From an optimization exercise on the open Yosys and OpenROAD flow, aimed at small area; shortcuts taken in it are not production practice. The RTL was checked by simulation tests, not by an equivalence proof against the original design. Power is estimated from default activity; no workload was simulated. The flow treats the clock pin as an ideal source, which a real chip does not have.

==> v29: inputs <==
==> flow/design.v <==
module thr_maj (input wire a, input wire b, input wire c, output wire y);
    assign y = (a & b) | (a & c) | (b & c);
endmodule
module thr_inv (input wire a, output wire y);
    assign y = ~a;
endmodule
module thr_nand2 (input wire a, input wire b, output wire y);
    assign y = ~(a & b);
endmodule
module thr_nand3 (input wire a, input wire b, input wire c, output wire y);
    assign y = ~(a & b & c);
endmodule
module thr_nand4 (input wire a, input wire b, input wire c, input wire d, output wire y);
    assign y = ~(a & b & c & d);
endmodule
module thr_nor2 (input wire a, input wire b, output wire y);
    assign y = ~(a | b);
endmodule
module thr_and2 (input wire a, input wire b, output wire y);
    assign y = a & b;
endmodule
module thr_and3 (input wire a, input wire b, input wire c, output wire y);
    assign y = a & b & c;
endmodule
module thr_and4 (input wire a, input wire b, input wire c, input wire d, output wire y);
    assign y = a & b & c & d;
endmodule
module thr_or3 (input wire a, input wire b, input wire c, output wire y);
    assign y = a | b | c;
endmodule
module thr_xor2 (input wire a, input wire b, output wire y);
    assign y = a ^ b;
endmodule
module thr_xnor2 (input wire a, input wire b, output wire y);
    assign y = ~(a ^ b);
endmodule
module thr_o21ai (input wire a, input wire b, input wire c, output wire y);
    assign y = ~((a | b) & c);
endmodule
module thr_a21o (input wire a, input wire b, input wire c, output wire y);
    assign y = (a & b) | c;
endmodule
module thr_a22o (input wire a, input wire b, input wire c, input wire d, output wire y);
    assign y = (a & b) | (c & d);
endmodule
module thr_mux2i (input wire a, input wire b, input wire s, output wire y);
    assign y = ~(s ? b : a);
endmodule
module thr_hold (input wire wen, input wire cn, input wire q, output wire d);
    wire t;
    thr_nand2 u_t (.a(wen), .b(q), .y(t));
    thr_o21ai u_d (.a(wen), .b(cn), .c(t), .y(d));
endmodule
module thr_bank #(
    parameter integer NTHR = 32
) (
    input  wire            clk,
    input  wire            rst,
    input  wire            s_valid,
    input  wire [6:0]      s_chan,
    input  wire [1:0]      s_preset,
    input  wire            s_ok,
    input  wire [23:0]     s_value,
    input  wire            cfg_we,
    input  wire [4:0]      cfg_idx,
    input  wire [31:0]     cfg_word,
    input  wire [31:0]     lvl_word,
    input  wire [NTHR-1:0] latch_clr,
    output wire [NTHR-1:0] thr_state,
    output wire [NTHR-1:0] thr_latch
);
    reg        p_valid;
    reg [6:0]  p_chan;
    reg [1:0]  p_preset;
    reg        p_ok;
    reg [23:12] p_vo;        
    always @(posedge clk) begin
        p_valid  <= s_valid;
        p_chan   <= s_chan;
        p_preset <= s_preset;
        p_ok     <= s_ok;
        p_vo     <= {~s_value[23], s_value[22:12]};
    end
    wire [11:0] s_vo = s_value[11:0];   
    wire pv_ok  = p_valid & p_ok;       
    wire pv_nok = p_valid & ~p_ok;      
    wire rst_n  = ~rst;
    wire        c_en   = cfg_word[0];
    wire        c_dir  = cfg_word[1];
    wire [1:0]  c_src  = cfg_word[3:2];
    wire        c_inv  = cfg_word[4];
    wire [3:0]  c_cnt  = cfg_word[11:8];
    wire [6:0]  c_chan = cfg_word[18:12];
    wire [23:0] lo = {~lvl_word[23], lvl_word[22:0]};
    wire [12:0] hy = {5'd0, lvl_word[31:24]};
    wire [12:0] kx = {1'b0, lo[23:12]} + (c_dir ? hy : (~hy + 13'd1));
    wire [23:0] c_x = ~lo;                    
    wire [11:0] c_y = ~kx[11:0];              
    wire        c_f = kx[12];                 
    wire [51:0] c_n = ~{~c_dir, c_src, c_inv, c_cnt[0], ~c_cnt[3:1], c_chan,
                        ~c_x[23:12], c_x[11:0], ~c_y, c_f};
    wire [12:0] cw;
    assign cw[0] = ~c_dir;
    genvar j;
    generate
        for (j = 0; j < 12; j = j + 1) begin : g_cw
            assign cw[j+1] = (s_vo[j] & c_x[j]) | (s_vo[j] & cw[j]) | (c_x[j] & cw[j]);
        end
    endgenerate
    wire c12_n = ~cw[12];
    wire [NTHR-1:0] we;
    wire [9:0]      cur [0:NTHR];
    assign cur[0] = 10'd0;
    wire fk_g = ~c_en | (cur[NTHR] != {~c_dir, c_src, c_chan});
    genvar k, i;
    generate
        for (k = 0; k < NTHR; k = k + 1) begin : g_thr
            reg        enable;
            reg        ndir;         
            reg [1:0]  source;
            reg        inv_act;
            reg        count0;       
            reg [3:1]  ncount;       
            reg [6:0]  channel;
            reg [11:0] xl;           
            reg [23:12] nxh;         
            reg [11:0] nyk;          
            reg        fk;           
            reg        state;
            reg        hold;         
            reg [3:0]  cnt;
            reg        latch;
            reg        c12;          
            wire [51:0] cfg_q = {ndir, source, inv_act, count0, ncount, channel,
                                 nxh, xl, nyk, fk};
            wire [51:0] cfg_d;
            assign we[k] = cfg_we & (cfg_idx == k);
            wire wen = ~we[k];
            for (i = 0; i < 52; i = i + 1) begin : g_h
                thr_hold u_h (.wen(wen), .cn(c_n[i]), .q(cfg_q[i]), .d(cfg_d[i]));
            end
            assign cur[k+1] = cur[k] | ({10{we[k]}} & {ndir, source, channel});
            wire [12:0]  cl;
            wire         c12_d;
            assign cl[0] = ndir;
            for (i = 0; i < 12; i = i + 1) begin : g_l
                thr_maj u_l (.a(s_vo[i]), .b(xl[i]), .c(cl[i]), .y(cl[i+1]));
            end
            thr_hold u_c12 (.wen(wen), .cn(c12_n), .q(cl[12]), .d(c12_d));
            wire [23:12] op;
            wire [24:12] ca;
            assign ca[12] = c12;
            for (i = 12; i < 24; i = i + 1) begin : g_a
                thr_mux2i u_o (.a(nxh[i]), .b(nyk[i-12]), .s(state), .y(op[i]));
                thr_maj   u_a (.a(p_vo[i]), .b(op[i]), .c(ca[i]), .y(ca[i+1]));
            end
            wire u, tx, rg, t_n;
            thr_xnor2 u_u  (.a(ca[24]), .b(ndir), .y(u));          
            thr_xor2  u_tx (.a(u), .b(state), .y(tx));
            thr_nand2 u_rg (.a(state), .b(fk), .y(rg));            
            thr_nand2 u_t  (.a(tx), .b(rg), .y(t_n));              
            wire [8:0] x;
            for (i = 0; i < 7; i = i + 1) begin : g_x
                thr_xnor2 u_x (.a(p_chan[i]), .b(channel[i]), .y(x[i]));
            end
            thr_xnor2 u_x7 (.a(p_preset[0]), .b(source[0]), .y(x[7]));
            thr_xnor2 u_x8 (.a(p_preset[1]), .b(source[1]), .y(x[8]));
            wire m1, m2, e8, hv_n, vh_n, ih;
            thr_nand4 u_m1 (.a(x[0]), .b(x[1]), .c(x[2]), .d(x[3]), .y(m1));
            thr_nand4 u_m2 (.a(x[4]), .b(x[5]), .c(x[6]), .d(x[7]), .y(m2));
            thr_nor2  u_e8 (.a(m1), .b(m2), .y(e8));
            thr_nand3 u_hv (.a(e8), .b(x[8]), .c(p_valid), .y(hv_n));   
            thr_nand3 u_vh (.a(e8), .b(x[8]), .c(pv_ok), .y(vh_n));     
            thr_and4  u_ih (.a(e8), .b(x[8]), .c(pv_nok), .d(inv_act), .y(ih));
            wire wf, clr_n;
            thr_nand2 u_wf (.a(we[k]), .b(fk_g), .y(wf));
            thr_and3  u_cl (.a(enable), .b(rst_n), .c(wf), .y(clr_n));
            wire c0n, cg1, cg2, cg3, cg4, hold_n, rch, rch_n;
            thr_inv   u_c0n (.a(cnt[0]), .y(c0n));
            thr_nand2 u_cg1 (.a(c0n), .b(count0), .y(cg1));
            thr_maj   u_cg2 (.a(cnt[1]), .b(ncount[1]), .c(cg1), .y(cg2));
            thr_maj   u_cg3 (.a(cnt[2]), .b(ncount[2]), .c(cg2), .y(cg3));
            thr_maj   u_cg4 (.a(cnt[3]), .b(ncount[3]), .c(cg3), .y(cg4));
            thr_inv   u_hn  (.a(hold), .y(hold_n));
            thr_a21o  u_rch (.a(state), .b(hold_n), .c(cg4), .y(rch));
            thr_inv   u_rn  (.a(rch), .y(rch_n));
            wire pass, done, inc, keep;
            thr_nor2  u_ps (.a(t_n), .b(vh_n), .y(pass));
            thr_and2  u_dn (.a(pass), .b(rch), .y(done));
            thr_and3  u_in (.a(pass), .b(rch_n), .c(clr_n), .y(inc));
            thr_and2  u_kp (.a(clr_n), .b(hv_n), .y(keep));
            wire t1, s_n, state_d, rise, h_n, hold_d, lc_n, latch_d;
            thr_xor2  u_t1 (.a(state), .b(done), .y(t1));
            thr_o21ai u_sn (.a(t1), .b(ih), .c(clr_n), .y(s_n));
            thr_inv   u_sd (.a(s_n), .y(state_d));
            thr_nor2  u_rs (.a(state), .b(s_n), .y(rise));
            thr_o21ai u_hn2 (.a(ih), .b(hold), .c(clr_n), .y(h_n));
            thr_nor2  u_hd (.a(h_n), .b(done), .y(hold_d));
            thr_nor2  u_lc (.a(latch_clr[k]), .b(rst), .y(lc_n));
            thr_a21o  u_ld (.a(latch), .b(lc_n), .c(rise), .y(latch_d));
            wire n1, a01, n2, a012, n3;
            wire [3:0] cnt_d;
            thr_a22o  u_d0 (.a(keep), .b(cnt[0]), .c(inc), .d(c0n), .y(cnt_d[0]));
            thr_xor2  u_n1 (.a(cnt[1]), .b(cnt[0]), .y(n1));
            thr_a22o  u_d1 (.a(keep), .b(cnt[1]), .c(inc), .d(n1), .y(cnt_d[1]));
            thr_and2  u_a01 (.a(cnt[0]), .b(cnt[1]), .y(a01));
            thr_xor2  u_n2 (.a(cnt[2]), .b(a01), .y(n2));
            thr_a22o  u_d2 (.a(keep), .b(cnt[2]), .c(inc), .d(n2), .y(cnt_d[2]));
            thr_and3  u_a012 (.a(cnt[0]), .b(cnt[1]), .c(cnt[2]), .y(a012));
            thr_xor2  u_n3 (.a(cnt[3]), .b(a012), .y(n3));
            thr_a22o  u_d3 (.a(keep), .b(cnt[3]), .c(inc), .d(n3), .y(cnt_d[3]));
            always @(posedge clk) begin
                if (rst)
                    enable <= 1'b0;
                else if (we[k])
                    enable <= c_en;
                {ndir, source, inv_act, count0, ncount, channel, nxh, xl, nyk, fk} <= cfg_d;
                state <= state_d;
                hold  <= hold_d;
                cnt   <= cnt_d;
                latch <= latch_d;
                c12   <= c12_d;
            end
            assign thr_state[k] = state;
            assign thr_latch[k] = latch;
        end
    endgenerate
endmodule
==> flow/flow/run.sh <==
#!/bin/bash
# Layout: the standard flow (standard synthesis through routing), with
# the port buffers made with the smallest buffer cell. Each step's full
# output stays in orfs/logs; make's own output goes to make.log here.
set -euo pipefail
bash standard.sh \
    "BUFFER_PORTS_ARGS=-buffer_cell sky130_fd_sc_hd__buf_1" \
    finish > make.log 2>&1
==> flow/standard.sh <==
#!/bin/bash
# synth_recipe.tcl (not shown) runs the flow's synth.tcl, then flattens the netlist and writes it again
# the make line also repeats each setting of config.mk as NAME=value (left out here)
make -C /OpenROAD-flow-scripts/flow DESIGN_CONFIG=/design/flow/config.mk WORK_HOME=/design/flow/orfs CLKGATE_MAP_FILE= SYNTH_SCRIPT=/design/flow/synth_recipe.tcl "${@:-finish}"
==> flow/config.mk <==
export PLATFORM = sky130hd
export DESIGN_NAME = thr_bank
export DESIGN_NICKNAME = thr_bank
export VERILOG_FILES = /design/flow/design.v
export SDC_FILE = /design/flow/constraint.sdc
export NUM_CORES = 4
export LEC_CHECK = 0
export CAP_MARGIN = 20
export CORE_MARGIN = 2
export CORE_UTILIZATION = 60
export CTS_CLUSTER_DIAMETER = 100
export CTS_CLUSTER_SIZE = 30
export SLEW_MARGIN = 20
export SYNTH_HIERARCHICAL = 1
==> flow/constraint.sdc <==
create_clock -name core_clock -period 8.0 [get_ports {clk}]
set_input_delay 1.6000 -clock core_clock [delete_from_list [all_inputs] [get_ports {clk}]]
set_output_delay 1.6000 -clock core_clock [all_outputs]
set_load 0.01 [all_outputs]
==> v22 (differences from v29) <==
--- a/flow/design.v
+++ b/flow/design.v
@@ -100,3 +100,3 @@
     wire [51:0] c_n = ~{~c_dir, c_src, c_inv, c_cnt[0], ~c_cnt[3:1], c_chan,
-                        ~c_x[23:12], c_x[11:0], ~c_y, c_f};
+                        c_x, c_y, ~c_f};
     wire [12:0] cw;
@@ -124,6 +124,5 @@
             reg [6:0]  channel;
-            reg [11:0] xl;           
-            reg [23:12] nxh;         
-            reg [11:0] nyk;          
-            reg        fk;           
+            reg [23:0] xl;           
+            reg [11:0] yk;           
+            reg        nfk;          
             reg        state;
@@ -134,3 +133,3 @@
             wire [51:0] cfg_q = {ndir, source, inv_act, count0, ncount, channel,
-                                 nxh, xl, nyk, fk};
+                                 xl, yk, nfk};
             wire [51:0] cfg_d;
@@ -149,14 +148,17 @@
             thr_hold u_c12 (.wen(wen), .cn(c12_n), .q(cl[12]), .d(c12_d));
-            wire [23:12] op;
             wire [24:12] ca;
+            wire [24:12] cr;
             assign ca[12] = c12;
+            assign cr[12] = c12;
             for (i = 12; i < 24; i = i + 1) begin : g_a
-                thr_mux2i u_o (.a(nxh[i]), .b(nyk[i-12]), .s(state), .y(op[i]));
-                thr_maj   u_a (.a(p_vo[i]), .b(op[i]), .c(ca[i]), .y(ca[i+1]));
-            end
-            wire u, tx, rg, t_n;
-            thr_xnor2 u_u  (.a(ca[24]), .b(ndir), .y(u));          
-            thr_xor2  u_tx (.a(u), .b(state), .y(tx));
-            thr_nand2 u_rg (.a(state), .b(fk), .y(rg));            
-            thr_nand2 u_t  (.a(tx), .b(rg), .y(t_n));              
+                thr_maj u_a (.a(p_vo[i]), .b(xl[i]), .c(ca[i]), .y(ca[i+1]));
+            end
+            for (i = 12; i < 24; i = i + 1) begin : g_r
+                thr_maj u_r (.a(p_vo[i]), .b(yk[i-12]), .c(cr[i]), .y(cr[i+1]));
+            end
+            wire a_ok, r0, r_ok, t_n;
+            thr_xnor2 u_aok (.a(ca[24]), .b(ndir), .y(a_ok));
+            thr_xor2  u_r0  (.a(cr[24]), .b(ndir), .y(r0));
+            thr_and2  u_rok (.a(r0), .b(nfk), .y(r_ok));
+            thr_mux2i u_t   (.a(a_ok), .b(r_ok), .s(state), .y(t_n));    
             wire [8:0] x;
@@ -216,3 +218,3 @@
                     enable <= c_en;
-                {ndir, source, inv_act, count0, ncount, channel, nxh, xl, nyk, fk} <= cfg_d;
+                {ndir, source, inv_act, count0, ncount, channel, xl, yk, nfk} <= cfg_d;
                 state <= state_d;
==> flow/run.sh (new file) <==
#!/bin/bash
# synth_recipe.tcl (not shown) runs the flow's synth.tcl, then flattens the netlist and writes it again
# the make line also repeats each setting of config.mk as NAME=value (left out here)
make -C /OpenROAD-flow-scripts/flow DESIGN_CONFIG=/design/flow/config.mk WORK_HOME=/design/flow/orfs CLKGATE_MAP_FILE= SYNTH_SCRIPT=/design/flow/synth_recipe.tcl finish
CORE_UTILIZATION = 40   (was 60)
CTS_CLUSTER_DIAMETER = not set   (was 100)
CTS_CLUSTER_SIZE = not set   (was 30)
removed: flow/flow/run.sh
removed: flow/standard.sh
==> v2 (differences from v29) <==
==> flow/flow/run.sh (replaced) <==
#!/bin/bash
# Layout: the standard flow (standard synthesis, floorplan, placement,
# routing), with two changes: the clock tree is built without dummy loads,
# and after global routing the gates with slack are sized down (ORFS's power
# recovery step). Each step's full output stays in orfs/logs; make's own
# output goes to make.log here.
set -euo pipefail
bash standard.sh \
    RECOVER_POWER=100 \
    "CTS_ARGS=-sink_clustering_enable -repair_clock_nets -dont_use_dummy_load -sink_clustering_size 30 -sink_clustering_max_diameter 100" \
    finish > make.log 2>&1
CTS_CLUSTER_DIAMETER = not set   (was 100)
CTS_CLUSTER_SIZE = not set   (was 30)
==> comparison table <==
|  | v22 | v2 | v29 |
|---|---|---|---|
| Non-clock buffer share of cell area | 3.22% | 3.32% | 2.46% |
| Destination of the worst register-to-register timing path | g_thr[1].latch | g_thr[11].latch | g_thr[12].latch |
| Final total power | 27.8 mW | 22.0 mW | 22.2 mW |
| Worst hold start | g_thr[26].nfk | g_thr[30].nxh[17] | g_thr[30].nyk[4] |
| Drt initial violations | 4735 | 5907 | 5754 |
| Critical R2R Launch | p_vo[12] | g_thr[11].state | g_thr[12].state |
| Cell count of the worst reg-to-reg path | 21 | 22 | 22 |
| Met3 wirelength from detailed routing | 12100 um | 18200 um | 17600 um |
| Multiplexer area fraction after synthesis | 0.789% | 5.10% | 5.10% |
| Core footprint | 205000 um2 | 135000 um2 | 135000 um2 |
| Power Dens Cells | 292 nW/um2 | 248 nW/um2 | 253 nW/um2 |
| Highest layer used for signal routing | met5 | met5 | met4 |
| Final WS setup | 1.43 ns | 0.692 ns | 1.44 ns |
| Post-synthesis to final-layout area growth | 15.5% | 7.93% | 7.28% |
| Terminating pin of the worst hold path | g_thr[26].nfk | g_thr[30].nxh[17] | g_thr[30].nyk[4] |
| Count of multi-input combinational gates | 6456 | 6463 | 6463 |
| Non-filler cells in the finished layout | 12000 | 10900 | 10900 |
| Outcome | complete, no violations | complete, but fails checks | complete, no violations |
| Reasons for failing layout checks | - | capacitance limit, slew limit | - |
| Die Ht | 458 um | 374 um | 374 um |
| Vias | 63000 | 63900 | 64000 |
| Vias in the first global route | 59000 | 57900 | 57800 |
| DR vias/cell | 5.23 | 5.87 | 5.89 |
| Final RePlAce weighted congestion | 0.935 | 0.964 | 0.970 |
| Crit path to | g_thr[1].latch | g_thr[11].latch | g_thr[12].latch |
| Final hold slack | 0.442 ns | 0.454 ns | 0.453 ns |
| Total internal power | 19.9 mW | 15.4 mW | 15.6 mW |
| Number of antenna violations at the first check in global routing | 10 | 3 | 5 |

[port drivers added, routing unchanged]
How much do the figures lean on ideal ports? The routed layouts below were timed once more, with nothing changed but the port constraints. Step 1, drivers: a clkbuf_16 drives clk and a buf_2 each remaining input, both assumed. Step 2 times the ports against the registers' clock, not the clock port: input delays grow and output delays shrink by t, the midpoint of the rising clock arrivals with the driver on. Slacks: ideal / step 1 / step 2; pairs: ideal / step 1.
run | t (ns) | setup WS [ns] | hold WS [ns]
v29 | 0.804 | 1.436 / 1.436 / 1.117 | 0.453 / 0.453 / 0.453
v22 | 0.928 | 1.434 / 1.434 / 1.030 | 0.442 / 0.442 / 0.442
v2 | 0.790 | 0.692 / 0.692 / -0.030 | 0.454 / 0.454 / 0.454
For v2, which loses most, drivers alone change the setup slack by 0.000 ns; drivers and shift together by -0.722 ns.
